This design comes from an exercise in tuning for small area, a short achievable clock period and few clock cycles per item on the open sky130 flow, not from production work. The RTL was checked by simulation tests, not by an equivalence proof against the original design. Power and IR drop assume default switching activity.

`flow/config.mk`:
```
export PLATFORM = sky130hd
export DESIGN_NAME = gkl_flit_rx
export DESIGN_NICKNAME = gkl_flit_rx
export VERILOG_FILES = /design/flow/design.v
export SDC_FILE = /design/flow/constraint.sdc
export NUM_CORES = 4
export LEC_CHECK = 0
export CAP_MARGIN = 20
export CORE_MARGIN = 2
export CORE_UTILIZATION = 40
export SLEW_MARGIN = 20
```
`flow/constraint.sdc`:
```
create_clock -name core_clock -period 11.0 [get_ports {clk}]
set_input_delay 2.2000 -clock core_clock [delete_from_list [all_inputs] [get_ports {clk}]]
set_output_delay 2.2000 -clock core_clock [all_outputs]
set_load 0.01 [all_outputs]
```
`flow/design.v`:
```
module gkl_flit_rx (
  input  wire        clk,
  input  wire        rst,
  input  wire        in_valid,
  output wire        in_ready,
  input  wire [63:0] in_data,
  input  wire        in_mode_p,
  output wire        out_valid,
  input  wire        out_ready,
  output wire [63:0] out_data,
  output wire        out_last,
  output wire        st_crc_ok,
  output wire [1:0]  st_corr,
  output wire [1:0]  st_unc,
  output wire [7:0]  st_pos0,
  output wire [7:0]  st_pos1
);
  localparam integer N   = 34;
  localparam [5:0]   NM1 = N - 1;
  function automatic [7:0] gf_mul(input [7:0] a, input [7:0] b);
    integer i;
    reg [7:0] p, x;
    begin
      p = 8'd0;
      x = a;
      for (i = 0; i < 8; i = i + 1) begin
        if (b[i]) p = p ^ x;
        x = {x[6:0], 1'b0} ^ (x[7] ? 8'h1D : 8'h00);
      end
      gf_mul = p;
    end
  endfunction
  function automatic [7:0] apow(input integer k);
    case (k)
      0: apow = 8'h01; 1: apow = 8'h02; 2: apow = 8'h04; 3: apow = 8'h08;
      4: apow = 8'h10; 5: apow = 8'h20; 6: apow = 8'h40; 7: apow = 8'h80;
      default: apow = 8'h1D;
    endcase
  endfunction
  function automatic [7:0] gf_sqrt(input [7:0] a);
    integer i;
    reg [63:0] cols;
    begin
      cols = 64'h5c082e0417028501;
      gf_sqrt = 8'd0;
      for (i = 0; i < 8; i = i + 1)
        if (a[i]) gf_sqrt = gf_sqrt ^ cols[8*i +: 8];
    end
  endfunction
  function automatic [7:0] lane_hits(input [7:0] b0, input [7:0] b1,
                                     input [7:0] t0, input [7:0] t1,
                                     input act0, input act1);
    begin
      lane_hits[0] = act0 && (b0 == t0);
      lane_hits[1] = act1 && (b1 == t1);
      lane_hits[2] = act0 && (b0 == gf_mul(t0, 8'h8e));
      lane_hits[3] = act1 && (b1 == gf_mul(t1, 8'h8e));
      lane_hits[4] = act0 && (b0 == gf_mul(t0, 8'h47));
      lane_hits[5] = act1 && (b1 == gf_mul(t1, 8'h47));
      lane_hits[6] = act0 && (b0 == gf_mul(t0, 8'had));
      lane_hits[7] = act1 && (b1 == gf_mul(t1, 8'had));
    end
  endfunction
  function automatic [2:0] enc8(input [7:0] h);
    enc8 = {h[4] | h[5] | h[6] | h[7], h[2] | h[3] | h[6] | h[7], h[1] | h[3] | h[5] | h[7]};
  endfunction
  reg [64*N-1:0] ring;
  reg [5:0]  ph;           
  reg [5:0]  wp, rp;       
  reg [5:0]  cnt;          
  reg [4:0]  ibeat, obeat;
  reg        imode;
  reg [7:0]  acc_a, acc_b, acc_c, acc_d;
  reg        fs_valid, fs_mode;
  reg [7:0]  fs_a, fs_b, fs_c, fs_d;
  reg        dec_valid;
  reg [31:0] crc;
  reg        hv, h_last;
  reg [63:0] h_data;
  reg        s_ok;
  reg [1:0]  s_corr, s_unc;
  reg [7:0]  s_pos0, s_pos1;
  wire [63:0] r0    = ring[63:0];
  wire [63:0] rlast = ring[64*N-1 -: 64];
  reg in_rdy, rd_ok, walign, ralign, ofirst, olast;
  assign in_ready = in_rdy;
  wire wr = in_valid && in_rdy;
  wire rd = rd_ok && (!hv || out_ready);
  wire rd_last = rd && olast;
  wire xfer = fs_valid && (!dec_valid || rd_last);
  wire ib30 = (ibeat == 5'd30), ib31 = (ibeat == 5'd31);
  wire [5:0] ph_p1 = (ph == NM1) ? 6'd0 : ph + 6'd1;
  wire c_full = (cnt == N[5:0]);
  wire c_nm1  = (cnt == NM1);
  wire c_zero = (cnt == 6'd0);
  wire c_one  = (cnt == 6'd1);
  wire full_n  = (c_full && !rd) || (c_nm1 && wr && !rd);
  wire empty_n = (c_zero && !wr) || (c_one && rd && !wr);
  wire walign_n = wr ? walign : (wp == ph);
  wire ralign_n = rd ? ralign : (rp == ph_p1);
  wire fs_valid_n  = (wr && ib31) || (fs_valid && !xfer);
  wire dec_valid_n = xfer || (dec_valid && !rd_last);
  wire ib31_n = wr ? ib30 : ib31;
  wire ob30 = (obeat == 5'd30);
  always @(posedge clk) begin
    ring <= {r0, (wr ? in_data : rlast), ring[64*(N-1)-1:64]};
  end
  always @(posedge clk) begin
    if (rst) begin
      ph    <= 6'd0;
      wp    <= NM1;
      rp    <= NM1;
      cnt   <= 6'd0;
      ibeat <= 5'd0;
      obeat <= 5'd0;
      fs_valid  <= 1'b0;
      dec_valid <= 1'b0;
      hv     <= 1'b0;
      in_rdy <= 1'b1;
      rd_ok  <= 1'b0;
      walign <= 1'b1;
      ralign <= 1'b0;
      ofirst <= 1'b1;
      olast  <= 1'b0;
    end else begin
      ph  <= ph_p1;
      if (wr) wp <= (wp == NM1) ? 6'd0 : wp + 6'd1;
      if (rd) rp <= (rp == NM1) ? 6'd0 : rp + 6'd1;
      cnt <= cnt + {5'd0, wr} - {5'd0, rd};
      if (wr) ibeat <= ibeat + 5'd1;
      if (rd) obeat <= obeat + 5'd1;
      fs_valid  <= fs_valid_n;
      dec_valid <= dec_valid_n;
      hv     <= rd || (hv && !out_ready);
      walign <= walign_n;
      ralign <= ralign_n;
      in_rdy <= walign_n && !full_n && !(ib31_n && fs_valid_n);
      rd_ok  <= ralign_n && !empty_n && dec_valid_n;
      if (rd) begin
        ofirst <= olast;
        olast  <= ob30;
      end
    end
  end
  wire ib0 = (ibeat == 5'd0);
  wire mode_in = ib0 ? in_mode_p : imode;
  always @(posedge clk) begin
    if (wr && ib0) imode <= in_mode_p;
  end
  wire [63:0] dz = (ib31 && !mode_in) ? {16'h0, in_data[47:0]} : in_data;
  reg [7:0] na, nb, nc, nd;
  reg [7:0] ev, od, bd, bp, dp;
  integer t;
  always @* begin
    ev = 8'd0; od = 8'd0; bd = 8'd0; bp = 8'd0; dp = 8'd0;
    for (t = 0; t < 4; t = t + 1) begin
      ev = ev ^ dz[16*t +: 8];
      od = od ^ dz[16*t + 8 +: 8];
      bp = bp ^ gf_mul(dz[16*t +: 8], apow(3 - t));
      dp = dp ^ gf_mul(dz[16*t + 8 +: 8], apow(3 - t));
    end
    for (t = 0; t < 8; t = t + 1)
      bd = bd ^ gf_mul(dz[8*t +: 8], apow(7 - t));
    na = (ib0 ? 8'd0 : acc_a) ^ ev ^ (mode_in ? 8'd0 : od);
    nb = mode_in ? (gf_mul(ib0 ? 8'd0 : acc_b, apow(4)) ^ bp)
                 : (gf_mul(ib0 ? 8'd0 : acc_b, apow(8)) ^ bd);
    nc = (ib0 ? 8'd0 : acc_c) ^ od;
    nd = gf_mul(ib0 ? 8'd0 : acc_d, apow(4)) ^ dp;
  end
  always @(posedge clk) begin
    if (wr) begin
      acc_a <= na; acc_b <= nb; acc_c <= nc; acc_d <= nd;
      if (ib31) begin
        fs_a <= na; fs_b <= nb; fs_c <= nc; fs_d <= nd;
        fs_mode <= mode_in;
      end
    end
  end
  wire [7:0] s1d   = gf_mul(fs_b, 8'h47);
  wire [7:0] sq_s0 = gf_sqrt(fs_a);
  wire [7:0] i_b0  = fs_mode ? fs_b : gf_sqrt(s1d);
  wire [7:0] i_b1  = fs_mode ? fs_d : i_b0;
  wire [7:0] i_t0  = fs_mode ? gf_mul(fs_a, 8'hcc) : gf_mul(sq_s0, 8'h8e);
  wire [7:0] i_t1  = fs_mode ? gf_mul(fs_c, 8'hcc) : gf_mul(sq_s0, 8'h66);
  wire [7:0] i_a1  = fs_mode ? fs_c : fs_a;
  wire i_za = (fs_a == 8'd0), i_zb = (fs_b == 8'd0);
  wire i_zc = (fs_c == 8'd0), i_zd = (fs_d == 8'd0);
  wire i_act0  = !i_za && !i_zb;
  wire i_act1  = fs_mode ? (!i_zc && !i_zd) : i_act0;
  wire i_ub0   = (i_za != i_zb);
  wire i_ub1   = fs_mode && (i_zc != i_zd);
  reg        dmode, act0, act1, ub0, ub1, fnd0, fnd1;
  reg [7:0]  a0, a1, b0, b1, t0, t1, hit;
  reg [7:0]  fpos0, fpos1;
  wire [7:0] t0n = gf_mul(t0, 8'hd8);
  wire [7:0] t1n = gf_mul(t1, 8'hd8);
  wire sel = fs_valid && (!dec_valid || olast);
  wire [7:0] n_hit = lane_hits(sel ? i_b0 : b0, sel ? i_b1 : b1,
                               sel ? i_t0 : t0n, sel ? i_t1 : t1n,
                               sel ? i_act0 : act0, sel ? i_act1 : act1) &
                     ((!sel && dmode && ob30) ? 8'h3F : 8'hFF);
  wire [7:0] m0 = dmode ? hit : (hit & 8'h55);
  wire [7:0] m1 = dmode ? 8'd0 : (hit & 8'hAA);
  wire h0 = |m0, h1 = |m1;
  wire [7:0] cpos0 = {obeat, enc8(m0)};
  wire [7:0] cpos1 = {obeat, enc8(m1)};
  always @(posedge clk) begin
    if (xfer) begin
      dmode <= !fs_mode;
      a0 <= fs_a;  a1 <= i_a1;
      b0 <= i_b0;  b1 <= i_b1;
      t0 <= i_t0;  t1 <= i_t1;
      act0 <= i_act0; act1 <= i_act1;
      ub0 <= i_ub0;   ub1 <= i_ub1;
      hit  <= n_hit;
      fnd0 <= 1'b0;   fnd1 <= 1'b0;
    end else if (rd) begin
      t0  <= t0n;
      t1  <= t1n;
      hit <= n_hit;
      if (h0) begin fnd0 <= 1'b1; fpos0 <= cpos0; end
      if (h1) begin fnd1 <= 1'b1; fpos1 <= cpos1; end
    end
  end
  reg [63:0] fix;
  integer l;
  always @* begin
    for (l = 0; l < 8; l = l + 1)
      fix[8*l +: 8] = hit[l] ? ((l % 2) ? a1 : a0) : 8'd0;
  end
  wire f0 = fnd0 || h0;
  wire f1 = fnd1 || h1;
  wire [63:0] nbeat = r0 ^ fix;
  wire [31:0] cb = ofirst ? 32'hFFFFFFFF : crc;
  wire [31:0] crc_nx;
  wire cx96 = cb[11] ^ nbeat[11];
  wire cx97 = cb[12] ^ nbeat[12];
  wire cx98 = cb[13] ^ nbeat[13];
  wire cx99 = cb[3] ^ nbeat[3];
  wire cx100 = cb[4] ^ nbeat[4];
  wire cx101 = cb[16] ^ nbeat[16];
  wire cx102 = cb[5] ^ nbeat[5];
  wire cx103 = cb[6] ^ nbeat[6];
  wire cx104 = cb[7] ^ nbeat[7];
  wire cx105 = cb[8] ^ nbeat[8];
  wire cx106 = cb[9] ^ nbeat[9];
  wire cx107 = cb[19] ^ nbeat[19];
  wire cx108 = cb[10] ^ nbeat[10];
  wire cx109 = cb[14] ^ nbeat[14];
  wire cx110 = cb[30] ^ nbeat[30];
  wire cx111 = cb[15] ^ nbeat[15];
  wire cx112 = cb[31] ^ nbeat[31];
  wire cx113 = cb[1] ^ nbeat[1];
  wire cx114 = cb[2] ^ nbeat[2];
  wire cx115 = cx98 ^ cx99;
  wire cx116 = cb[17] ^ nbeat[17];
  wire cx117 = cb[20] ^ nbeat[20];
  wire cx118 = nbeat[32] ^ cx96;
  wire cx119 = nbeat[39] ^ cx100;
  wire cx120 = cb[0] ^ nbeat[0];
  wire cx121 = cb[18] ^ nbeat[18];
  wire cx122 = cb[21] ^ nbeat[21];
  wire cx123 = cb[22] ^ nbeat[22];
  wire cx124 = cb[23] ^ nbeat[23];
  wire cx125 = cb[24] ^ nbeat[24];
  wire cx126 = cb[25] ^ nbeat[25];
  wire cx127 = cb[26] ^ nbeat[26];
  wire cx128 = cb[27] ^ nbeat[27];
  wire cx129 = cx101 ^ cx103;
  wire cx130 = cb[28] ^ nbeat[28];
  wire cx131 = nbeat[35] ^ cx97;
  wire cx132 = cb[29] ^ nbeat[29];
  wire cx133 = nbeat[36] ^ nbeat[54];
  wire cx134 = nbeat[34] ^ cx102;
  wire cx135 = nbeat[37] ^ cx105;
  wire cx136 = nbeat[38] ^ cx106;
  wire cx137 = nbeat[55] ^ cx110;
  wire cx138 = nbeat[56] ^ cx108;
  wire cx139 = nbeat[46] ^ cx104;
  wire cx140 = nbeat[47] ^ cx115;
  wire cx141 = cx107 ^ cx119;
  wire cx142 = cx109 ^ cx113;
  wire cx143 = cx111 ^ cx114;
  wire cx144 = nbeat[45] ^ cx118;
  wire cx145 = nbeat[61] ^ cx112;
  wire cx146 = nbeat[40] ^ cx117;
  wire cx147 = nbeat[41] ^ cx122;
  wire cx148 = nbeat[42] ^ cx123;
  wire cx149 = nbeat[50] ^ nbeat[57];
  wire cx150 = nbeat[43] ^ cx124;
  wire cx151 = nbeat[44] ^ cx125;
  wire cx152 = nbeat[48] ^ nbeat[60];
  wire cx153 = nbeat[52] ^ cx126;
  wire cx154 = nbeat[53] ^ cx127;
  wire cx155 = nbeat[63] ^ cx116;
  wire cx156 = nbeat[51] ^ nbeat[59];
  wire cx157 = nbeat[33] ^ nbeat[58];
  wire cx158 = cx120 ^ cx131;
  wire cx159 = nbeat[49] ^ nbeat[62];
  wire cx160 = cx128 ^ cx133;
  wire cx161 = cx134 ^ cx143;
  wire cx162 = cx121 ^ cx132;
  wire cx163 = nbeat[63] ^ cx135;
  wire cx164 = cx137 ^ cx152;
  wire cx165 = cx129 ^ cx136;
  wire cx166 = cx130 ^ cx139;
  wire cx167 = cx138 ^ cx145;
  wire cx168 = cx102 ^ cx159;
  wire cx169 = cx96 ^ cx104;
  wire cx170 = cx130 ^ cx146;
  wire cx171 = nbeat[36] ^ cx150;
  wire cx172 = nbeat[61] ^ cx148;
  wire cx173 = nbeat[39] ^ nbeat[58];
  wire cx174 = nbeat[62] ^ cx122;
  wire cx175 = nbeat[44] ^ cx107;
  wire cx176 = cx125 ^ cx128;
  wire cx177 = nbeat[34] ^ cx97;
  wire cx178 = cx144 ^ cx168;
  wire cx179 = nbeat[52] ^ cx146;
  wire cx180 = cx141 ^ cx165;
  wire cx181 = cx142 ^ cx157;
  wire cx182 = nbeat[59] ^ cx121;
  wire cx183 = cx147 ^ cx169;
  wire cx184 = nbeat[38] ^ nbeat[40];
  wire cx185 = nbeat[60] ^ cx113;
  wire cx186 = cx129 ^ cx149;
  wire cx187 = cx98 ^ cx114;
  wire cx188 = cx141 ^ cx158;
  wire cx189 = cx120 ^ cx151;
  wire cx190 = nbeat[35] ^ nbeat[57];
  wire cx191 = nbeat[43] ^ cx126;
  wire cx192 = cx99 ^ cx123;
  wire cx193 = nbeat[45] ^ cx105;
  wire cx194 = cx140 ^ cx166;
  wire cx195 = cx100 ^ cx106;
  wire cx196 = cx101 ^ cx132;
  wire cx197 = cx155 ^ cx174;
  wire cx198 = nbeat[33] ^ nbeat[54];
  wire cx199 = cx101 ^ cx136;
  wire cx200 = cx109 ^ cx119;
  wire cx201 = nbeat[32] ^ cx98;
  wire cx202 = cx151 ^ cx154;
  wire cx203 = cx111 ^ cx121;
  wire cx204 = cx134 ^ cx145;
  wire cx205 = cx153 ^ cx155;
  wire cx206 = cx154 ^ cx162;
  wire cx207 = nbeat[34] ^ nbeat[48];
  wire cx208 = nbeat[35] ^ cx118;
  wire cx209 = cx99 ^ cx160;
  wire cx210 = cx108 ^ cx116;
  wire cx211 = nbeat[37] ^ nbeat[49];
  wire cx212 = nbeat[55] ^ cx112;
  wire cx213 = cx116 ^ cx211;
  wire cx214 = cx138 ^ cx182;
  wire cx215 = cx158 ^ cx170;
  wire cx216 = cx161 ^ cx214;
  wire cx217 = nbeat[56] ^ cx115;
  wire cx218 = cx118 ^ cx147;
  wire cx219 = cx133 ^ cx162;
  wire cx220 = cx135 ^ cx148;
  wire cx221 = nbeat[37] ^ nbeat[41];
  wire cx222 = cx135 ^ cx142;
  wire cx223 = nbeat[40] ^ cx190;
  wire cx224 = nbeat[59] ^ nbeat[60];
  wire cx225 = cx142 ^ cx147;
  wire cx226 = cx144 ^ cx163;
  wire cx227 = cx151 ^ cx191;
  wire cx228 = nbeat[41] ^ cx153;
  wire cx229 = cx103 ^ cx124;
  wire cx230 = cx131 ^ cx139;
  wire cx231 = cx144 ^ cx172;
  wire cx232 = cx161 ^ cx164;
  wire cx233 = cx117 ^ cx159;
  wire cx234 = cx143 ^ cx176;
  wire cx235 = nbeat[39] ^ nbeat[51];
  wire cx236 = cx129 ^ cx175;
  wire cx237 = cx153 ^ cx192;
  wire cx238 = cx170 ^ cx237;
  wire cx239 = nbeat[50] ^ cx114;
  wire cx240 = cx108 ^ cx133;
  wire cx241 = cx166 ^ cx177;
  wire cx242 = cx173 ^ cx239;
  wire cx243 = nbeat[46] ^ cx156;
  wire cx244 = cx137 ^ cx243;
  wire cx245 = cx140 ^ cx198;
  wire cx246 = cx140 ^ cx164;
  wire cx247 = cx177 ^ cx199;
  wire cx248 = nbeat[42] ^ cx111;
  wire cx249 = cx167 ^ cx202;
  wire cx250 = cx160 ^ cx203;
  wire cx251 = cx156 ^ cx157;
  wire cx252 = cx106 ^ cx138;
  wire cx253 = cx156 ^ cx193;
  wire cx254 = cx96 ^ cx97;
  wire cx255 = nbeat[58] ^ cx105;
  wire cx256 = cx140 ^ cx165;
  wire cx257 = cx123 ^ cx156;
  wire cx258 = cx150 ^ cx201;
  wire cx259 = nbeat[54] ^ cx110;
  wire cx260 = cx100 ^ cx124;
  wire cx261 = cx127 ^ cx149;
  assign crc_nx[0] = (((cx179 ^ cx181) ^ (cx208 ^ cx209)) ^ ((cx210 ^ (cx207 ^ cx137)) ^ cx180));
  assign crc_nx[1] = ((cx183 ^ (((nbeat[53] ^ (nbeat[33] ^ nbeat[36])) ^ cx119) ^ (cx212 ^ cx213))) ^ (cx215 ^ cx216));
  assign crc_nx[2] = (((cx158 ^ cx186) ^ (cx185 ^ ((cx107 ^ cx184) ^ cx134))) ^ ((cx217 ^ cx218) ^ (cx219 ^ cx220)));
  assign crc_nx[3] = ((((((nbeat[51] ^ nbeat[57]) ^ cx103) ^ (cx104 ^ cx116)) ^ ((cx117 ^ cx221) ^ cx136)) ^ ((cx137 ^ cx187) ^ cx171)) ^ ((cx172 ^ cx181) ^ cx188));
  assign crc_nx[4] = ((((((nbeat[38] ^ nbeat[42]) ^ cx104) ^ (cx112 ^ cx173)) ^ (cx115 ^ cx174)) ^ (cx171 ^ cx179)) ^ ((cx189 ^ cx222) ^ cx216));
  assign crc_nx[5] = (((((nbeat[53] ^ cx224) ^ cx143) ^ (cx192 ^ cx223)) ^ (cx225 ^ cx227)) ^ (cx180 ^ cx226));
  assign crc_nx[6] = (((((cx127 ^ cx128) ^ cx142) ^ (cx175 ^ cx229)) ^ (cx228 ^ cx230)) ^ (cx231 ^ cx232));
  assign crc_nx[7] = (((((nbeat[56] ^ (nbeat[33] ^ nbeat[42])) ^ cx129) ^ (cx145 ^ cx154)) ^ ((cx193 ^ cx233) ^ cx158)) ^ ((cx171 ^ cx234) ^ cx194));
  assign crc_nx[8] = ((((cx207 ^ (nbeat[32] ^ cx149)) ^ cx197) ^ (cx196 ^ (cx160 ^ cx195))) ^ ((cx222 ^ cx227) ^ cx194));
  assign crc_nx[9] = ((((((nbeat[47] ^ nbeat[49]) ^ cx113) ^ (cx127 ^ cx235)) ^ (cx160 ^ cx162)) ^ (cx161 ^ cx236)) ^ (cx226 ^ cx238));
  assign crc_nx[10] = (((cx144 ^ cx225) ^ cx241) ^ (cx242 ^ ((cx132 ^ (nbeat[37] ^ cx124)) ^ (cx154 ^ cx240))));
  assign crc_nx[11] = (((cx220 ^ cx234) ^ cx245) ^ (cx244 ^ (cx131 ^ (cx96 ^ (cx132 ^ cx184)))));
  assign crc_nx[12] = ((((cx130 ^ (nbeat[56] ^ cx112)) ^ cx171) ^ (cx200 ^ cx228)) ^ (cx246 ^ cx247));
  assign crc_nx[13] = (cx249 ^ (((cx132 ^ (nbeat[48] ^ cx102)) ^ (cx201 ^ cx213)) ^ ((cx223 ^ cx248) ^ cx200)));
  assign crc_nx[14] = (cx178 ^ ((((nbeat[41] ^ cx109) ^ cx191) ^ (cx184 ^ (cx110 ^ cx157))) ^ (cx186 ^ cx250)));
  assign crc_nx[15] = (cx241 ^ (((cx155 ^ cx212) ^ (cx221 ^ ((nbeat[39] ^ nbeat[50]) ^ cx127))) ^ ((cx248 ^ cx251) ^ cx236)));
  assign crc_nx[16] = ((((((nbeat[42] ^ nbeat[43]) ^ cx103) ^ cx169) ^ cx141) ^ (cx181 ^ cx219)) ^ ((cx252 ^ cx253) ^ cx246));
  assign crc_nx[17] = ((((cx135 ^ cx139) ^ (cx175 ^ cx195)) ^ (cx167 ^ cx179)) ^ ((cx254 ^ (((nbeat[43] ^ nbeat[49]) ^ (nbeat[57] ^ nbeat[59])) ^ (cx109 ^ cx120))) ^ cx232));
  assign crc_nx[18] = ((((((nbeat[44] ^ nbeat[53]) ^ cx111) ^ (cx117 ^ cx149)) ^ (cx131 ^ cx147)) ^ ((cx185 ^ cx255) ^ cx167)) ^ (cx178 ^ cx256));
  assign crc_nx[19] = (((((cx120 ^ cx97) ^ (nbeat[48] ^ cx106)) ^ (cx139 ^ cx187)) ^ ((cx240 ^ cx251) ^ cx186)) ^ ((cx197 ^ cx200) ^ cx231));
  assign crc_nx[20] = (((((cx117 ^ cx152) ^ (nbeat[47] ^ cx110)) ^ (cx168 ^ cx257)) ^ (cx163 ^ cx230)) ^ ((cx250 ^ cx258) ^ cx180));
  assign crc_nx[21] = (((((cx104 ^ cx122) ^ (cx128 ^ cx130)) ^ ((nbeat[58] ^ (nbeat[49] ^ nbeat[50])) ^ cx185)) ^ ((cx259 ^ cx260) ^ cx140)) ^ ((cx163 ^ cx189) ^ (cx204 ^ cx208)));
  assign crc_nx[22] = (((((nbeat[62] ^ cx107) ^ cx176) ^ (cx196 ^ cx210)) ^ ((cx254 ^ cx259) ^ cx204)) ^ ((cx242 ^ cx253) ^ cx238));
  assign crc_nx[23] = ((((((nbeat[60] ^ nbeat[62]) ^ cx112) ^ cx115) ^ (cx195 ^ cx229)) ^ (cx205 ^ cx206)) ^ ((cx218 ^ cx244) ^ cx215));
  assign crc_nx[24] = ((((((nbeat[55] ^ nbeat[56]) ^ cx125) ^ (cx152 ^ cx173)) ^ (cx131 ^ cx146)) ^ ((cx148 ^ cx155) ^ cx183)) ^ ((cx204 ^ cx206) ^ cx256));
  assign crc_nx[25] = ((((((nbeat[55] ^ nbeat[57]) ^ cx105) ^ (cx113 ^ cx157)) ^ (cx150 ^ cx153)) ^ ((cx182 ^ cx233) ^ cx172)) ^ ((cx183 ^ cx217) ^ cx247));
  assign crc_nx[26] = (((((cx149 ^ cx224) ^ (nbeat[34] ^ cx109)) ^ (cx148 ^ cx150)) ^ ((cx187 ^ cx255) ^ cx197)) ^ ((cx202 ^ cx252) ^ cx188));
  assign crc_nx[27] = (((((nbeat[45] ^ nbeat[57]) ^ (nbeat[61] ^ (nbeat[33] ^ nbeat[38]))) ^ (cx129 ^ cx134)) ^ ((cx203 ^ cx257) ^ cx141)) ^ ((cx164 ^ cx189) ^ (cx205 ^ cx258)));
  assign crc_nx[28] = (((((cx121 ^ cx126) ^ cx136) ^ (cx139 ^ cx260)) ^ (cx164 ^ cx209)) ^ (cx178 ^ cx249));
  assign crc_nx[29] = (((((cx130 ^ cx198) ^ (nbeat[55] ^ (nbeat[46] ^ nbeat[47]))) ^ (cx176 ^ cx261)) ^ ((cx97 ^ (cx103 ^ cx126)) ^ cx141)) ^ ((cx163 ^ cx167) ^ cx178));
  assign crc_nx[30] = ((((((nbeat[51] ^ nbeat[62]) ^ cx102) ^ (cx110 ^ cx133)) ^ (cx138 ^ cx142)) ^ ((cx196 ^ cx261) ^ cx205)) ^ (cx188 ^ cx194));
  assign crc_nx[31] = (((((cx120 ^ cx190) ^ (nbeat[32] ^ cx107)) ^ (cx235 ^ (cx108 ^ cx112))) ^ (cx161 ^ cx163)) ^ ((cx199 ^ cx206) ^ cx245));
  always @(posedge clk) begin
    if (rd) begin
      h_data <= nbeat;
      h_last <= olast;
      if (!olast)
        crc <= crc_nx;
      else begin
        s_ok   <= (nbeat[31:0] == ~crc);
        s_corr <= {f1, f0};
        s_unc  <= {ub1 || (!dmode && act1 && !f1), ub0 || (act0 && !f0)};
        s_pos0 <= !f0 ? 8'd0 : h0 ? cpos0 : fpos0;
        s_pos1 <= !f1 ? 8'd0 : h1 ? cpos1 : fpos1;
      end
    end
  end
  assign out_valid = hv;
  assign out_data  = h_data;
  assign out_last  = h_last;
  assign st_crc_ok = s_ok;
  assign st_corr   = s_corr;
  assign st_unc    = s_unc;
  assign st_pos0   = s_pos0;
  assign st_pos1   = s_pos1;
endmodule
```
`flow/run.sh`:
```
#!/bin/bash
# synth_recipe.tcl (not shown) runs the flow's synth.tcl, then flattens the netlist and writes it again
# the make line also repeats each setting of config.mk as NAME=value (left out here)
make -C /OpenROAD-flow-scripts/flow DESIGN_CONFIG=/design/flow/config.mk WORK_HOME=/design/flow/orfs CLKGATE_MAP_FILE= SYNTH_SCRIPT=/design/flow/synth_recipe.tcl finish
```
==> summary.txt, run 1 <==
- Total power density per cell area: 247.8 mW/mm²
- Leakage power: 31.32 nW
- Post-layout minimum cycle time: 4.972 ns
- Core area: 0.1674 mm²
- Post-synth top area share: 65.80%
- Number of antenna violations at the first check in global routing: 24
- Number of global-route vias before repair: 30590
- CTS clock-pin slew for the worst setup and hold paths: 0.06 ns
- Mapped cell area: 0.06757 mm²
- Cell Chain, Critical Path: clkdlybuf4s50_1, nand2b_1, nand2_1, clkinv_2, nand2_1, nand2_1, nand2_1, inv_2, nand2_1, o21ai_0
- P&R area growth vs syn: 17.59%
- CP Capture Type: flip-flop
- Actual slew at the worst max-slew pin: 1.107 ns
- GPL Wtd Cong: 0.9297
- Placed Area: 0.07169 mm²
- Yosys warns: 1
- Drt pass-1 iters: 5
- Depth of the CTS H-tree: 4
- Count leader, synth: dfxtp_1
- Die Ht: 415.0 µm
- Die ar.: 0.1722 mm²
- Final WL: 145700 µm
- Req. time, crit path: 11.60 ns
- First-pass GRT wire length: 209700 µm
- Clock latency (worst-skew pair): 0.89 ns
- Root buffer cell: clkbuf_16
- CP Data Arrival Time: 5.57 ns
- Sequential share of the synthesized area: 77.40%
- Post-Syn Area per Cell: 14.96 µm²
- Clock Tree Buf Depth: 3
- CTS sink cnt: 2482
- Max incr delay on CP: 0.63 ns
- Startpoint Class: input pin
- CP startpoint: out_ready
- RSZ-0062 raised after global routing: false
- Distinct cells, synth: 71
- 1st-iter DRT viols: 1819
- Die X: 415.0 µm
- Crit share post-route: 45.20%
- Reg2Reg Launch Point: hit[1]
- Final-report max-slew violation count: 0
- Final Core Density: 47.46%
- CP max FO: 45
- Total grt overflow: 0
- Cell area after layout: 0.07946 mm²
- Register bit count reported by yosys: 2482
- MaxCap Viol Count: 0
- Routed len/inst: 20.13 µm
- Setup TNS: 0 ns
- Commonest cells in the netlist: dfxtp_1 (2221), xnor2_1 (691), nand2_1 (404), edfxtp_1 (261), xor2_1 (207)
- CTS Hold Buffers Added: 0
- Post-synth EDFFs: 261
- Most common cell on crit path: nand2_1
- Final antenna-violating net count: 0
- Outcome: complete, no violations
- Top_reg_cell synth: dfxtp_1
- Syn_nets: 4619
- FFs w/ async S/R, synth: 0%
- Post-synthesis cell count: 4517
- Fin nets: 4938
- Setup crit end: t0[1]
- DR vias: 30720
- R2r setup slk: 6.68 ns
- TritonCTS buffer count: 224
- Largest area contributor in the netlist: dfxtp_1
- Synth area leaders: dfxtp_1 (66%), edfxtp_1 (12%), xnor2_1 (9.0%), xor2_1 (2.7%), nand2_1 (2.2%)
- Pin count of the biggest net entering global routing: 57
- Postcts setup bufs: 0
- Max IR drop VDD: 0.1723 mV
- CTS tree: done
- Post-DP HPWL: 104900 µm
- Starting Density: 40.36%
- Post-CTS Resized: 0
- Fillers: 14480
- Via-to-Cell Ratio: 4.245
- Hold Path Class: reg -> reg
- Row count: 150
- Layout cell share with drive strength beyond 1: 9.946%
- Drt drc: 0
- Total Routing Usage GR: 16.84%
- CP max stage cell: inv_2
- R2R cell count: 7
- Buffers on Ports: 156
- Setup-failing EPs final: 0
- Hold Vio Cnt, Final: 0
- R2r endpoint: crc[30]
- Maximum clock rate: 201.1 MHz
- Crit path kind: in -> reg
- Max Clock Skew: 0.1035 ns
- Ports: 157
- Slew margin rel.: 25.97%
[state kept, by name, indices dropped and copies added (netlist names), 8 cells and up]
name,count
a0,8
a1,8
acc_a,8
acc_b,8
acc_c,8
acc_d,8
b0,8
b1,8
crc,32
fpos0,8
fpos1,8
fs_a,8
fs_b,8
fs_c,8
fs_d,8
h_data,64
hit,8
ring,2176
s_pos0,8
s_pos1,8
t0,8
t1,8
[worst max-delay path: cells and delay by family]
family	cells	cell delay, ns
AOI/OAI and AO/OA	1	0.09
buffers and inverters	3	1.54
and+or+nand+nor	6	1.72
[layout by cell type (no fill, tap or decap), drive strengths merged, types with 6 or more instances in the layout]
master         count
dfxtp           2221
mux2              16
xnor3             28
a21o               6
xnor2            717
clkinv            61
diode              6
nand2            407
inv               97
xor3              22
mux2i             38
o21ai             41
and2              22
o32ai              6
a21oi             44
nor4              17
nand3             11
ha                32
bufinv            10
xor2             237
nand4             22
buf               26
edfxtp           261
clkbuf           326
clkdlybuf4s50    156
nor2             132
nor3               9
[area by class of cell]
cell class                 instances  area, µm²  area share, %
sequential                      2482      52300          65.82
multi-input combinational       1864      14570          18.34
clock buffer                     326       6599          8.305
tap                             2204       2758          3.471
timing repair buffer             182       1764          2.220
clock inverter                    91       1140          1.435
inverter                          82      311.5         0.3921
antenna                            6      15.01        0.01890
[cell families after synthesis]
family | after synthesis | synth area share [%]
simple gates | 645 | 3.998
buf+inv | 171 | 1.054
mux | 54 | 0.8906
fa+ha+maj | 33 | 0.6221
xor+xnor | 1004 | 14.81
flops | 2482 | 77.40
compound gates | 128 | 1.229
[power by group]
part / internal [mW] / switching [mW]
Sequential: 9.90 / 0.205
Combinational: 0.809 / 0.983
Clock: 4.45 / 3.34
Total: 15.2 / 4.53
[per-layer routing]
layer / vias to the layer above / track usage [%] / routed length [µm]
li1: 14970 / - / -
met1: 14920 / 22.23 / 66460
met2: 577 / 27.57 / 68810
met3: 227 / 3.424 / 5960
met4: 22 / 5.778 / 4289
met5: - / 0 / 138
[worst min path at each step]
| stage | endpoint | startpoint | slack, ns | depth (start not counted) |
|---|---|---|---|---|
| after floorplan | ring[0] | ring[64] | 0.31 | 0 |
| final | ring[499] | ring[563] | 0.24 | 0 |
| after detailed placement | ring[1589] | ring[1653] | 0.31 | 0 |
| after global routing | ring[1776] | ring[1840] | 0.24 | 0 |
| after CTS | ring[499] | ring[563] | 0.22 | 0 |
| after global placement | ring[1236] | ring[1300] | 0.31 | 0 |
[per-stage QoR]
stage	hold WS (ns)	total power [mW]	std cells	worst slack, ns
detailed placement	0.3121	12.09	6813	4.912
floorplan	0.3096	11.51	4517	4.425
global placement	0.3096	12.09	6813	5.009
global route	0.2400	20.46	7234	5.736
CTS	0.2169	19.92	7230	5.794
finish	0.2357	19.69	7237	6.028
Testbench counts, summed over its fixed seeds: cycles 16,656, flits 512.
==> inputs of run 2 (changes only) <==
--- a/flow/design.v
+++ b/flow/design.v
@@ -149,23 +149,97 @@
   end
   wire [63:0] dz = (ib31 && !mode_in) ? {16'h0, in_data[47:0]} : in_data;
-  reg [7:0] na, nb, nc, nd;
-  reg [7:0] ev, od, bd, bp, dp;
-  integer t;
-  always @* begin
-    ev = 8'd0; od = 8'd0; bd = 8'd0; bp = 8'd0; dp = 8'd0;
-    for (t = 0; t < 4; t = t + 1) begin
-      ev = ev ^ dz[16*t +: 8];
-      od = od ^ dz[16*t + 8 +: 8];
-      bp = bp ^ gf_mul(dz[16*t +: 8], apow(3 - t));
-      dp = dp ^ gf_mul(dz[16*t + 8 +: 8], apow(3 - t));
-    end
-    for (t = 0; t < 8; t = t + 1)
-      bd = bd ^ gf_mul(dz[8*t +: 8], apow(7 - t));
-    na = (ib0 ? 8'd0 : acc_a) ^ ev ^ (mode_in ? 8'd0 : od);
-    nb = mode_in ? (gf_mul(ib0 ? 8'd0 : acc_b, apow(4)) ^ bp)
-                 : (gf_mul(ib0 ? 8'd0 : acc_b, apow(8)) ^ bd);
-    nc = (ib0 ? 8'd0 : acc_c) ^ od;
-    nd = gf_mul(ib0 ? 8'd0 : acc_d, apow(4)) ^ dp;
-  end
+  wire [7:0] bb  = ib0 ? 8'd0 : acc_b;
+  wire [7:0] bdd = ib0 ? 8'd0 : acc_d;
+  wire [7:0] s_ev, s_od, s_bp, s_bd, s_dp;
+  wire sx80 = dz[5] ^ bb[4];
+  wire sx81 = dz[6] ^ bb[5];
+  wire sx82 = dz[22] ^ sx80;
+  wire sx83 = dz[23] ^ sx81;
+  wire sx84 = dz[7] ^ bb[6];
+  wire sx85 = dz[14] ^ dz[31];
+  wire sx86 = dz[13] ^ dz[47];
+  wire sx87 = dz[39] ^ sx82;
+  wire sx88 = dz[1] ^ bb[0];
+  wire sx89 = dz[2] ^ bb[1];
+  wire sx90 = dz[3] ^ bb[2];
+  wire sx91 = dz[4] ^ bb[3];
+  wire sx92 = dz[30] ^ sx86;
+  wire sx93 = dz[10] ^ dz[19];
+  wire sx94 = dz[28] ^ dz[37];
+  wire sx95 = dz[46] ^ dz[55];
+  wire sx96 = sx88 ^ sx93;
+  wire sx97 = sx94 ^ sx95;
+  wire sx98 = sx96 ^ sx97;
+  wire sx99 = dz[11] ^ dz[20];
+  wire sx100 = dz[29] ^ dz[38];
+  wire sx101 = sx89 ^ sx99;
+  wire sx102 = sx100 ^ sx101;
+  wire sx103 = dz[12] ^ dz[21];
+  wire sx104 = sx90 ^ sx103;
+  wire sx105 = bdd[4] ^ sx92;
+  wire sx106 = bdd[5] ^ sx85;
+  wire sx107 = dz[15] ^ bdd[6];
+  wire sx108 = bb[7] ^ sx83;
+  wire sx109 = dz[30] ^ sx104;
+  wire sx110 = sx85 ^ sx91;
+  wire sx111 = dz[13] ^ dz[45];
+  wire sx112 = dz[15] ^ dz[47];
+  wire sx113 = dz[33] ^ sx84;
+  wire sx114 = dz[17] ^ sx87;
+  wire sx115 = dz[18] ^ sx83;
+  wire sx116 = bb[7] ^ sx84;
+  wire sx117 = bb[7] ^ sx91;
+  wire sx118 = dz[14] ^ dz[15];
+  wire sx119 = sx80 ^ sx98;
+  wire sx120 = sx118 ^ sx119;
+  wire sx121 = dz[39] ^ sx109;
+  wire sx122 = dz[23] ^ sx110;
+  wire sx123 = sx98 ^ sx102;
+  wire sx124 = sx105 ^ sx107;
+  wire sx125 = bdd[7] ^ sx106;
+  assign s_ev[0] = ((dz[0] ^ dz[16]) ^ (dz[32] ^ dz[48]));
+  assign s_ev[1] = ((dz[17] ^ dz[1]) ^ (dz[33] ^ dz[49]));
+  assign s_ev[2] = ((dz[18] ^ dz[2]) ^ (dz[34] ^ dz[50]));
+  assign s_ev[3] = ((dz[19] ^ dz[35]) ^ (dz[3] ^ dz[51]));
+  assign s_ev[4] = ((dz[20] ^ dz[36]) ^ (dz[4] ^ dz[52]));
+  assign s_ev[5] = ((dz[21] ^ dz[37]) ^ (dz[53] ^ dz[5]));
+  assign s_ev[6] = ((dz[22] ^ dz[38]) ^ (dz[54] ^ dz[6]));
+  assign s_ev[7] = ((dz[23] ^ dz[39]) ^ (dz[55] ^ dz[7]));
+  assign s_od[0] = ((dz[24] ^ dz[40]) ^ (dz[56] ^ dz[8]));
+  assign s_od[1] = ((dz[25] ^ dz[41]) ^ (dz[57] ^ dz[9]));
+  assign s_od[2] = ((dz[10] ^ dz[26]) ^ (dz[42] ^ dz[58]));
+  assign s_od[3] = ((dz[11] ^ dz[27]) ^ (dz[43] ^ dz[59]));
+  assign s_od[4] = ((dz[12] ^ dz[28]) ^ (dz[44] ^ dz[60]));
+  assign s_od[5] = ((dz[29] ^ dz[61]) ^ sx111);
+  assign s_od[6] = ((dz[14] ^ dz[30]) ^ (dz[46] ^ dz[62]));
+  assign s_od[7] = ((dz[31] ^ dz[63]) ^ sx112);
+  assign s_bp[0] = (dz[48] ^ sx87);
+  assign s_bp[1] = ((dz[32] ^ dz[49]) ^ sx83);
+  assign s_bp[2] = (((dz[16] ^ dz[50]) ^ sx113) ^ sx87);
+  assign s_bp[3] = (((dz[51] ^ (dz[0] ^ dz[34])) ^ sx108) ^ sx114);
+  assign s_bp[4] = (sx87 ^ ((sx88 ^ ((dz[35] ^ dz[52]) ^ sx84)) ^ sx115));
+  assign s_bp[5] = (((dz[53] ^ (dz[19] ^ dz[36])) ^ (sx84 ^ sx89)) ^ sx108);
+  assign s_bp[6] = (sx116 ^ (sx90 ^ (dz[54] ^ (dz[20] ^ dz[37]))));
+  assign s_bp[7] = ((dz[55] ^ (dz[21] ^ dz[38])) ^ sx117);
+  assign s_bd[0] = (((dz[56] ^ sx84) ^ sx83) ^ sx120);
+  assign s_bd[1] = (sx102 ^ (sx116 ^ (sx81 ^ ((dz[48] ^ dz[57]) ^ sx112))));
+  assign s_bd[2] = ((((dz[58] ^ (dz[40] ^ dz[49])) ^ sx108) ^ sx121) ^ sx120);
+  assign s_bd[3] = (sx123 ^ (sx122 ^ (sx82 ^ (sx86 ^ ((dz[32] ^ dz[41]) ^ (dz[50] ^ dz[59]))))));
+  assign s_bd[4] = (sx123 ^ ((sx113 ^ ((dz[47] ^ dz[51]) ^ (dz[60] ^ (dz[24] ^ dz[42])))) ^ sx121));
+  assign s_bd[5] = ((((dz[43] ^ dz[52]) ^ ((dz[25] ^ dz[31]) ^ (dz[34] ^ dz[39]))) ^ ((dz[61] ^ (dz[16] ^ dz[22])) ^ sx104)) ^ ((sx117 ^ sx92) ^ sx102));
+  assign s_bd[6] = (sx114 ^ (sx122 ^ ((((dz[35] ^ dz[44]) ^ (dz[53] ^ dz[62])) ^ (dz[8] ^ (dz[13] ^ dz[26]))) ^ sx109)));
+  assign s_bd[7] = (((sx111 ^ ((dz[27] ^ dz[36]) ^ (dz[54] ^ dz[63]))) ^ sx115) ^ (sx82 ^ ((dz[9] ^ (dz[0] ^ dz[15])) ^ sx110)));
+  assign s_dp[0] = (dz[56] ^ sx105);
+  assign s_dp[1] = ((dz[40] ^ dz[57]) ^ sx106);
+  assign s_dp[2] = ((dz[58] ^ (dz[24] ^ dz[41])) ^ sx124);
+  assign s_dp[3] = (sx125 ^ (((dz[25] ^ dz[42]) ^ (dz[59] ^ dz[8])) ^ sx105));
+  assign s_dp[4] = ((sx106 ^ ((dz[43] ^ dz[60]) ^ (dz[9] ^ (bdd[0] ^ dz[26])))) ^ sx124);
+  assign s_dp[5] = ((((dz[27] ^ dz[44]) ^ sx107) ^ (dz[61] ^ (bdd[1] ^ dz[10]))) ^ sx125);
+  assign s_dp[6] = (((bdd[2] ^ bdd[7]) ^ (dz[11] ^ dz[28])) ^ ((dz[45] ^ dz[62]) ^ sx107));
+  assign s_dp[7] = ((dz[46] ^ dz[63]) ^ ((bdd[3] ^ bdd[7]) ^ (dz[12] ^ dz[29])));
+  wire [7:0] na = (ib0 ? 8'd0 : acc_a) ^ s_ev ^ (mode_in ? 8'd0 : s_od);
+  wire [7:0] nb = mode_in ? s_bp : s_bd;
+  wire [7:0] nc = (ib0 ? 8'd0 : acc_c) ^ s_od;
+  wire [7:0] nd = s_dp;
   always @(posedge clk) begin
     if (wr) begin
--- a/flow/config.mk
+++ b/flow/config.mk
@@ -9,3 +9,5 @@
 export CORE_MARGIN = 2
 export CORE_UTILIZATION = 40
+export SETUP_SLACK_MARGIN = 5
 export SLEW_MARGIN = 20
+export TNS_END_PERCENT = 100
==> run 2 against run 1 <==
Still clean on timing, DRC and antenna; combinational power shrank 4%; via count shrank 0.72%; global-route usage increased by 0.15 points; synthesized cell count fell by 2.3%; sequential share of layout area rose by 0.53 points; clock power hardly changed; critical path depth stayed put; maximum frequency rose by 2.7%; clock skew fell by 0.0028 ns; critical path type unchanged; largest power group unchanged; highest routed layer unchanged.
==> summary.txt, run 2 <==
- Outcome: complete, no violations
- Hold-critical path endpoint: ring[622]
- Postcts setup bufs: 0
- Top flop regs: ring x2176, h_data x64, crc x32
- DP Cell Count: 6722
- MaxCap Viol Count: 0
- Maximum clock rate: 206.5 MHz
- CTS tree: done
- CP Data Arrival Time: 5.38 ns
- Max Clock Skew: 0.1007 ns
- Post-CTS Resized: 0
- Top_reg_cell synth: dfxtp_1
- GPL Wtd Cong: 0.8961
- Syn_nets: 4517
- Max IR drop VDD: 0.1884 mV
- CTS sink cnt: 2482
- Reg2Reg Launch Point: hit[0]
- Yosys warns: 1
- Ports: 157
- Fin nets: 4857
- Largest area contributor in the netlist: dfxtp_1
- Setup TNS: 0 ns
- Crit path kind: in -> reg
- CP max stage cell: buf_4
- Post-layout minimum cycle time: 4.842 ns
- Buffers on Ports: 156
- Actual slew at the worst max-slew pin: 1.125 ns
- Drt drc: 0
- Total Routing Usage GR: 16.99%
- Final-report max-slew violation count: 0
- R2R cell count: 7
- Post-synth top area share: 66.56%
- Count leader, synth: dfxtp_1
- Most common cell on crit path: nand2_1
- Core area: 0.1654 mm²
- CP Capture Type: flip-flop
- Hold Startpoint: ring[686]
- Register bit count reported by yosys: 2482
- Post-DP HPWL: 104400 µm
- Starting Density: 40.39%
- Post-synthesis cell count: 4415
- CP max FO: 46
- Clock Tree Buf Depth: 3
- Final antenna-violating net count: 0
- Post-Syn Area per Cell: 15.13 µm²
- Via-to-Cell Ratio: 4.272
- Clock latency (worst-skew pair): 0.87 ns
- Distinct cells, synth: 68
- Final WL: 144700 µm
- P&R area growth vs syn: 18.01%
- RSZ-0062 raised after global routing: false
- Leakage power: 31.33 nW
- Total grt overflow: 0
- 1st-iter DRT viols: 2097
- Hold Path Class: reg -> reg
- Setup-failing EPs final: 0
- Drt pass-1 iters: 5
- Most frequent cells in the layout: dfxtp_1 (2221), xnor2_1 (636), nand2_1 (384), edfxtp_1 (261), xor2_1 (233)
- Sequential share of the synthesized area: 78.30%
- Commonest non-fill, non-tap cell in the layout: dfxtp_1
- Layout Cells excl Fill: 7139
- R2r endpoint: crc[30]
- Synth area leaders: dfxtp_1 (67%), edfxtp_1 (12%), xnor2_1 (8.3%), xor2_1 (3.1%), nand2_1 (2.2%)
- TritonCTS buffer count: 219
- Routed len/inst: 20.27 µm
- CTS clock-pin slew for the worst setup and hold paths: 0.07 ns
- First-pass GRT wire length: 205700 µm
- Post-Place Worst Slack: 5.088 ns
- Mapped cell area: 0.06680 mm²
- CTS Hold Buffers Added: 0
- Startpoint Class: input pin
- FFs w/ async S/R, synth: 0%
- Final worst slack: 6.158 ns
- Hold Vio Cnt, Final: 0
- Reg with most FFs: ring
- Max reg flops: 2176
- Total power density per cell area: 248.6 mW/mm²
- Max incr delay on CP: 0.55 ns
- Fillers: 14110
- Die ar.: 0.1703 mm²
- DR vias: 30500
- Die X: 412.6 µm
- Depth of the CTS H-tree: 4
- Slew margin rel.: 24.73%
- Req. time, crit path: 11.54 ns
- Pin count of the biggest net entering global routing: 59
- Number of global-route vias before repair: 29970
- Row count: 149
- Post-synth EDFFs: 261
- Area of the multi-input gates: 0.01389 mm²
- Commonest cells in the netlist: dfxtp_1 (2221), xnor2_1 (636), nand2_1 (385), edfxtp_1 (261), xor2_1 (233)
- R2r setup slk: 6.77 ns
- Layout cell share with drive strength beyond 1: 9.405%
- Die Ht: 412.6 µm
- Cell Chain, Critical Path: clkdlybuf4s50_1, nand2b_1, nand2_1, inv_4, nand2_1, nand2_1, nand2_1, clkinv_1, buf_4, o21ai_0
- Number of antenna violations at the first check in global routing: 18
- WHS: 0.2630 ns
- Root buffer cell: clkbuf_16
- FF/Latch Area: 0.05230 mm²
- Hold depth: 0
- Crit share post-route: 44.02%
## run 2: cell count changes after synthesis, moves of 6 or more
cell,previous run,this run
mux2i_1,34,40
xor2_1,207,233
xor3_1,16,30
clkbuf_1,51,41
o21ai_1,4,18
o21ai_0,36,29
xnor3_1,27,34
nand2_1,404,385
nor2_1,132,103
xor2_2,26,11
a21oi_1,43,35
xnor2_1,691,636
xnor2_2,24,6
## run 2: layer usage
metal | GRT usage [%] | vias up | part of all wire (%) | routed length, µm
met5 | 0 | - | 0.0090 | 13
met1 | 24.71 | 14780 | 49 | 70230
met4 | 4.531 | 2 | 2.1 | 2972
li1 | - | 14780 | - | -
met2 | 25.57 | 747 | 43 | 62460
met3 | 3.658 | 196 | 6.2 | 9004
## run 2: how the worst max path moves through the flow
stage / start / end / slack (ns) / cells after the start
2_1_floorplan: out_ready / cnt[4] / 5.70 / 15
3_3_place_gp: out_ready / t1[6] / 5.12 / 8
3_5_place_dp: out_ready / t1[0] / 5.09 / 8
4_1_cts: out_ready / t1[0] / 5.96 / 8
5_1_grt: out_ready / t0[1] / 5.89 / 10
6_report: out_ready / t0[3] / 6.16 / 10
## run 2: cells by family after synthesis
| family | count (synthesis) | synth area share (%) |
|---|---|---|
| buf+inv | 155 | 0.9347 |
| simple gates | 602 | 3.797 |
| compound gates | 126 | 1.171 |
| mux | 64 | 1.032 |
| fa+ha+maj | 33 | 0.6294 |
| xor+xnor | 953 | 14.14 |
| flops | 2482 | 78.30 |
## run 2: per-stage QoR
stage	total power [mW]	cell area, µm²	utilization, %
6_report	19.60	78830	47.67
5_1_grt	20.34	78810	47.66
4_1_cts	19.82	78790	47.64
3_5_place_dp	12.00	71070	42.98
3_3_place_gp	11.99	71070	42.98
2_1_floorplan	11.41	66800	-
## run 2: cell type report
| class | instances | share of cell area (%) |
|---|---|---|
| Inverter | 80 | 0.3873 |
| Clock inverter | 102 | 1.716 |
| Clock buffer | 308 | 8.073 |
| Timing Repair Buffer | 194 | 2.368 |
| Tap cell | 2189 | 3.474 |
| Antenna cell | 6 | 0.01905 |
| Multi-Input combinational cell | 1778 | 17.62 |
| Sequential cell | 2482 | 66.35 |
## run 2: worst max-delay path, delay by kind of cell
family,cells,cell delay (ns)
and+or+nand+nor,5,1.25
AOI/OAI and AO/OA,1,0.19
buffers and inverters,4,1.70
## run 2: where the power goes
part	internal [mW]	switching [mW]
Sequential	9.90	0.187
Clock	4.47	3.33
Combinational	0.750	0.965
Testbench counts of run 2, summed over its fixed seeds: cycles 16,656, flits 512.
==> inputs of run 3 (changes only) <==
==> flow/flow/run.sh (new file) <==
#!/bin/bash
# Standard ORFS layout (the standard.sh), with repair_timing aimed at a
# tighter setup target than the 11 ns clock (the SDC itself is unchanged).
set -euo pipefail
bash standard.sh SETUP_SLACK_MARGIN=7.3 finish > flow_make.log 2>&1
==> flow/standard.sh (new file) <==
#!/bin/bash
# synth_recipe.tcl (not shown) runs the flow's synth.tcl, then flattens the netlist and writes it again
# the make line also repeats each setting of config.mk as NAME=value (left out here)
make -C /OpenROAD-flow-scripts/flow DESIGN_CONFIG=/design/flow/config.mk WORK_HOME=/design/flow/orfs CLKGATE_MAP_FILE= SYNTH_SCRIPT=/design/flow/synth_recipe.tcl "${@:-finish}"
--- a/flow/config.mk
+++ b/flow/config.mk
@@ -9,5 +9,3 @@
 export CORE_MARGIN = 2
 export CORE_UTILIZATION = 40
-export SETUP_SLACK_MARGIN = 5
 export SLEW_MARGIN = 20
-export TNS_END_PERCENT = 100
removed: flow/run.sh
==> run 3 against run 2 <==
Still clean; core utilization increased by 0.40 points; clock skew grew 0.0047 ns; via count increased by 1.1%; global-route usage grew 0.12 points; sequential share of layout area is 0.55 points lower; total power increased by 0.41%; maximum frequency is 25% higher; final cell count up 0.41%; wire length increased by 0.55%; worst setup slack better by 0.97 ns; synthesized cell count did not move; first-iteration DRC count increased by 7.8%; critical path type is now reg -> out; largest cell class unchanged.
==> summary.txt, run 3 <==
- Starting Density: 40.39%
- FFs w/ async S/R, synth: 0%
- Max reg flops: 2176
- Buf/Inv on CP: 1
- Hold Startpoint: ring[2104]
- Syn_nets: 4517
- Layout Cells excl Fill: 7168
- Clock share of power: 39.8%
- P&R area growth vs syn: 19.01%
- Register bit count reported by yosys: 2482
- Number of global-route vias before repair: 30470
- Routed len/inst: 20.30 µm
- GPL Wtd Cong: 0.9435
- Number of antenna violations at the first check in global routing: 9
- CTS tree: done
- Req. time, crit path: 8.80 ns
- Final-report max-slew violation count: 0
- Fin nets: 4890
- Switching share of power: 22.85%
- Reg2Reg Launch Point: a1[6]
- First-pass GRT wire length: 208700 µm
- Actual slew at the worst max-slew pin: 0.9836 ns
- Root buffer cell: clkbuf_16
- Mapped cell area: 0.06680 mm²
- Via-to-Cell Ratio: 4.302
- Hold depth: 0
- Hold Vio Cnt, Final: 0
- RSZ-0062 raised after global routing: true
- Critical path depth in cells: 1
- Largest area contributor in the netlist: dfxtp_1
- Total power density per cell area: 247.6 mW/mm²
- Top flop regs: ring x2176, h_data x64, crc x32
- Setup-failing EPs final: 0
- Yosys warns: 1
- Crit path kind: reg -> out
- Post-synth top area share: 66.56%
- R2R cell count: 7
- Buffers on Ports: 156
- Final antenna-violating net count: 0
- CP Data Arrival Time: 1.67 ns
- Clock latency (worst-skew pair): 0.88 ns
- Crit share post-route: 35.18%
- Maximum clock rate: 258.4 MHz
- MaxCap Viol Count: 0
- Hold-critical path endpoint: ring[2040]
- TritonCTS buffer count: 219
- Slew margin rel.: 34.20%
- Setup TNS: 0 ns
- Die X: 412.6 µm
- R2r setup slk: 7.30 ns
- Total Routing Usage GR: 17.11%
- Post-synth EDFFs: 261
- R2r endpoint: crc[17]
- CTS clock-pin slew for the worst setup and hold paths: 0.07 ns
- Top_reg_cell synth: dfxtp_1
- Final Total Pwr: 19.68 mW
- Most frequent cells in the layout: dfxtp_1 (2218), xnor2_1 (609), nand2_1 (380), edfxtp_1 (261), clkbuf_16 (234)
- Drt drc: 0
- CTS sink cnt: 2482
- Leakage power: 31.86 nW
- Count leader, synth: dfxtp_1
- Flop pwr share: 51.3%
- Sequential share of the synthesized area: 78.30%
- Crit path max-delay family: flip-flops
- Die Ht: 412.6 µm
- Pin count of the biggest net entering global routing: 60
- Total grt overflow: 0
- Post-Place Worst Slack: 5.972 ns
- Commonest non-fill, non-tap cell in the layout: dfxtp_1
- DR vias: 30840
- Cell Chain, Critical Path: buf_2
- Post-synthesis cell count: 4415
- Clock Tree Buf Depth: 3
- Post-Syn Area per Cell: 15.13 µm²
- Final WL: 145500 µm
- Core area: 0.1654 mm²
- Max Clock Skew: 0.1054 ns
- Depth of the CTS H-tree: 4
- Max incr delay on CP: 0.58 ns
- Post-layout minimum cycle time: 3.870 ns
- Internal power: 15.18 mW
- CP max FO: 1
- CP max stage cell: edfxtp_1
- CP Capture Type: output pin
- Hold Path Class: reg -> reg
- Post-DP HPWL: 102800 µm
- Ports: 157
- Max IR drop VDD: 0.1819 mV
- Die ar.: 0.1703 mm²
- Commonest cells in the netlist: dfxtp_1 (2221), xnor2_1 (636), nand2_1 (385), edfxtp_1 (261), xor2_1 (233)
- Drt pass-1 iters: 5
- DP Cell Count: 6713
- Row count: 149
- Synth area leaders: dfxtp_1 (67%), edfxtp_1 (12%), xnor2_1 (8.3%), xor2_1 (3.1%), nand2_1 (2.2%)
- Outcome: complete, no violations
- 1st-iter DRT viols: 2260
- Reg with most FFs: ring
- Comb pwr share: 9.0%
- Startpoint Class: flip-flop
- Final worst slack: 7.130 ns
- Layout cell share with drive strength beyond 1: 12.98%
- Net Switching: 4.496 mW
- Distinct cells, synth: 68
==> run 3: stage by stage <==
step                hold WS (ns)  util, %  cell area, µm²
floorplan                 0.3096        -           67030
global placement          0.3096    43.05           71180
detailed placement        0.3121    43.05           71180
CTS                       0.2366    47.84           79110
global route              0.2463    48.07           79490
finish                    0.2462    48.07           79500
==> run 3: cells by family (layout without fill, tap and decap cells) <==
family / count (synthesis) / after routing / synth area share, %
AND/OR/NAND/NOR: 602 / 602 / 3.797
XOR/XNOR: 953 / 953 / 14.14
flip-flops: 2482 / 2482 / 78.30
adder cells (fa/ha/maj): 33 / 33 / 0.6294
multiplexers: 64 / 64 / 1.032
buffers and inverters: 155 / 716 / 0.9347
other: 0 / 3 / 0
AO/OA/AOI/OAI: 126 / 126 / 1.171
==> run 3: power by group through the flow <==
stage | clock network, mW | logic (mW) | registers, mW
floorplan | 0 | 1.23 | 10.2
global placement | 0 | 1.73 | 10.3
detailed placement | 0 | 1.72 | 10.3
CTS | 8.02 | 1.75 | 10.1
global route | 8.41 | 1.87 | 10.2
finish | 7.82 | 1.76 | 10.1
==> run 3: what timing repair did <==
action                                  in CTS  in global routing
hold buffers                                 0                  0
pin swaps                                    2                  3
endpoints found under the setup margin     340                125
gates resized for setup                    389                 41
buffers inserted                            25                 14
cloned                                       2                  2
==> run 3: final cells by class <==
| type | instances | area [µm²] |
|---|---|---|
| inverters | 80 | 337.8 |
| diodes | 3 | 7.507 |
| fillers | 14140 | 85870 |
| flip-flops and latches | 2482 | 52310 |
| repair buffers | 223 | 1827 |
| clock inverters | 96 | 1220 |
| well taps | 2189 | 2739 |
| multi-input cells | 1778 | 14490 |
| repair inverters | 4 | 46.29 |
| clock buffers | 313 | 6524 |
==> run 3: per-layer routing <==
metal  global-route usage (%)  share of wire [%]
met1                    24.75                 48
met2                    26.13                 44
met3                    3.163                5.0
met4                    4.965                2.1
met5                        0             0.0069
==> run 3: worst max path at each step <==
stage / end / slack [ns] / startpoint
after floorplan: cnt[4] / 6.90 / out_ready
after global placement: t0[3] / 5.99 / out_ready
after detailed placement: t0[3] / 5.97 / out_ready
after CTS: out_data[43] / 7.11 / h_data[43]
after global routing: out_data[43] / 7.11 / h_data[43]
final: out_data[38] / 7.13 / h_data[38]
==> inputs of run 4 (changes only) <==
--- a/flow/config.mk
+++ b/flow/config.mk
@@ -8,4 +8,6 @@
 export CAP_MARGIN = 20
 export CORE_MARGIN = 2
-export CORE_UTILIZATION = 40
+export CORE_UTILIZATION = 60
+export CTS_BUF_LIST = sky130_fd_sc_hd__clkbuf_4 sky130_fd_sc_hd__clkbuf_8
+export PLACE_DENSITY_LB_ADDON = 0.1
 export SLEW_MARGIN = 20
==> run 4 against run 3 <==
Critical path depth did not move; synthesized area did not move; non-clock buffer count fell by 12; global-route usage rose by 8.3 points; combinational power barely moved; register-to-register slack barely moved; core utilization rose by 23 points; clock-buffer cell count rose by 263; maximum frequency fell by 2.5%; critical endpoint is now out_data[54]; highest routed layer unchanged.
==> summary.txt, run 4 <==
- Final Total Pwr: 19.41 mW
- Total grt overflow: 0
- Final-report max-slew violation count: 0
- CTS tree: done
- Yosys warns: 1
- Commonest non-fill, non-tap cell in the layout: dfxtp_1
- GPL Wtd Cong: 0.9681
- FF/Latch Area: 0.05231 mm²
- Fin nets: 5023
- Leakage power: 32.10 nW
- Die Ht: 337.7 µm
- Total Routing Usage GR: 25.38%
- Mapped cell area: 0.06680 mm²
- Post-synth top area share: 66.56%
- Setup TNS: 0 ns
- Crit path kind: reg -> out
- Synth area leaders: dfxtp_1 (67%), edfxtp_1 (12%), xnor2_1 (8.3%), xor2_1 (3.1%), nand2_1 (2.2%)
- Core area: 0.1105 mm²
- Hold Startpoint: ring[183]
- CP max FO: 1
- Number of global-route vias before repair: 31960
- Post-Syn Area per Cell: 15.13 µm²
- RSZ-0062 raised after global routing: true
- Drt drc: 0
- Outcome: complete, no violations
- Final antenna-violating net count: 0
- Post-synthesis cell count: 4415
- P&R area growth vs syn: 17.17%
- Buf/Inv on CP: 1
- Register bit count reported by yosys: 2482
- MaxCap Viol Count: 0
- Die X: 337.7 µm
- Max reg flops: 2176
- FFs w/ async S/R, synth: 0%
- CP max stage cell: edfxtp_1
- Pin count of the biggest net entering global routing: 65
- Crit path max-delay family: flip-flops
- Max IR drop VDD: 0.2003 mV
- Reg2Reg Launch Point: hit[5]
- DR vias: 31650
- Total power density per cell area: 248.0 mW/mm²
- Clock Tree Buf Depth: 4
- Number of antenna violations at the first check in global routing: 14
- CTS Hold Buffers Added: 0
- Post-synth EDFFs: 261
- Top flop regs: ring x2176, h_data x64, crc x32
- Setup-failing EPs final: 0
- Sequential share of the synthesized area: 78.30%
- Req. time, crit path: 8.80 ns
- Most frequent cells in the layout: dfxtp_1 (2218), xnor2_1 (614), clkbuf_8 (457), nand2_1 (380), edfxtp_1 (261)
- Drt pass-1 iters: 5
- Count leader, synth: dfxtp_1
- Largest area contributor in the netlist: dfxtp_1
- CP Data Arrival Time: 1.77 ns
- CP startpoint: h_data[54]
- TritonCTS buffer count: 365
- CTS sink cnt: 2482
- Starting Density: 60.44%
- Buffers on Ports: 156
- Actual slew at the worst max-slew pin: 0.9965 ns
- Max Clock Skew: 0.1270 ns
- Hold Vio Cnt, Final: 0
- Maximum clock rate: 252.0 MHz
- Top_reg_cell synth: dfxtp_1
- Row count: 122
- Cell Chain, Critical Path: buf_2
- 1st-iter DRT viols: 2307
- Layout cell share with drive strength beyond 1: 17.56%
- Area of the multi-input gates: 0.01432 mm²
- Post-layout minimum cycle time: 3.968 ns
- Routed len/inst: 21.36 µm
- Startpoint Class: flip-flop
- Syn_nets: 4517
- Slew margin rel.: 32.95%
- Depth of the CTS H-tree: 5
- Crit share post-route: 36.07%
- Final WL: 142900 µm
- Post-DP HPWL: 97730 µm
- Max incr delay on CP: 0.56 ns
- Reg with most FFs: ring
- Fillers: 7209
- Root buffer cell: clkbuf_8
- CTS clock-pin slew for the worst setup and hold paths: 0.07 ns
- Hold Path Class: reg -> reg
- Die ar.: 0.1140 mm²
- Ports: 157
- First-pass GRT wire length: 205900 µm
- Commonest cells in the netlist: dfxtp_1 (2221), xnor2_1 (636), nand2_1 (385), edfxtp_1 (261), xor2_1 (233)
- CP Capture Type: output pin
- Distinct cells, synth: 68
- Via-to-Cell Ratio: 4.729
- Clock latency (worst-skew pair): 1.00 ns
## run 4: repair_timing
item,4_1_cts,5_1_grt
buffers inserted,12,12
gates resized for setup,387,29
endpoints found under the setup margin,215,131
cloned,2,1
pin swaps,1,2
## run 4: logic make-up after synthesis
| kind of cell | synth area share (%) |
|---|---|
| xor+xnor | 14.14 |
| fa+ha+maj | 0.6294 |
| mux | 1.032 |
| simple gates | 3.797 |
| flops | 78.30 |
| buf+inv | 0.9347 |
| compound gates | 1.171 |
## run 4: per-layer routing
layer / vias up / part of all wire (%) / GRT usage [%]
met5: - / 0.0091 / 0
met4: 2 / 2.6 / 8.426
met3: 234 / 7.4 / 6.814
met2: 992 / 45 / 38.31
met1: 15260 / 45 / 35.71
li1: 15160 / - / -
## run 4: stage by stage
stage | util (%) | instance area (µm²) | cells | hold WS [ns] | setup slack (ns)
floorplan | - | 67030 | 4415 | 0.3096 | 6.897
global placement | 63.63 | 70330 | 6015 | 0.3095 | 5.736
detailed placement | 63.63 | 70330 | 6015 | 0.3121 | 5.624
CTS | 70.59 | 78010 | 6675 | 0.2547 | 7.005
global route | 70.82 | 78270 | 6693 | 0.2502 | 6.990
finish | 70.82 | 78270 | 6693 | 0.2613 | 7.032
## run 4: power by group
part | leakage [nW] | internal, mW | total [mW] | switching (mW)
Sequential | 20.8 | 9.90 | 10.1 | 0.211
Combinational | 7.12 | 0.766 | 1.73 | 0.965
Clock | 4.17 | 4.30 | 7.56 | 3.26
Total | 32.1 | 15.0 | 19.4 | 4.44
## run 4: layout make-up
class	instances	area share (%)
antenna	5	0.01599
clock buffer	576	9.178
clock inverter	70	0.7721
inverter	80	0.4300
multi-input combinational	1778	18.29
sequential	2482	66.83
tap	1488	2.379
timing repair buffer	211	2.059
timing repair inverter	3	0.04476
## run 4: path summary, 6_finish.rpt
| check | slack, ns | depth (start not counted) | to |
|---|---|---|---|
| setup / recovery | 7.03 | 1 | out_data[54] |
| setup reg to reg | 7.29 | 8 | crc[4] |
| hold reg to reg | 0.26 | 0 | ring[119] |
| hold / removal | 0.26 | 0 | ring[119] |

-- what the ideal ports hide --
Ports are ideal in the flow. The routed layouts listed here were re-timed in OpenROAD. Step 1: set_driving_cell puts a clkbuf_16 on clk and a buf_2 on each other input, an assumption about the parent block. Step 2 adds t to the input delays and takes it off the output delays; t is the mean of the earliest and latest rising clock arrival at the registers after step 1. Input paths then give back, and output paths get back, about the clock's delay inside the block. Slacks: ideal ports / drivers / drivers and shift; pairs: ideal ports / drivers.
run | shift t [ns] | slack for setup (ns) | hold WS [ns] | clock arrival spread, ns
run 1 | 0.915 | 6.028 / 6.086 / 5.171 | 0.236 / 0.236 / 0.236 | 0.108 / 0.108
run 2 | 0.900 | 6.158 / 6.209 / 5.308 | 0.263 / 0.263 / 0.263 | 0.103 / 0.103
run 3 | 0.906 | 7.130 / 7.049 / 6.465 | 0.246 / 0.246 / 0.246 | 0.108 / 0.109
run 4 | 1.009 | 7.032 / 6.957 / 6.318 | 0.261 / 0.261 / 0.261 | 0.136 / 0.136
After both steps every run listed still meets setup and hold. The setup slack of run 1, which loses most, moves by +0.058 ns with the drivers and by -0.857 ns with both steps.
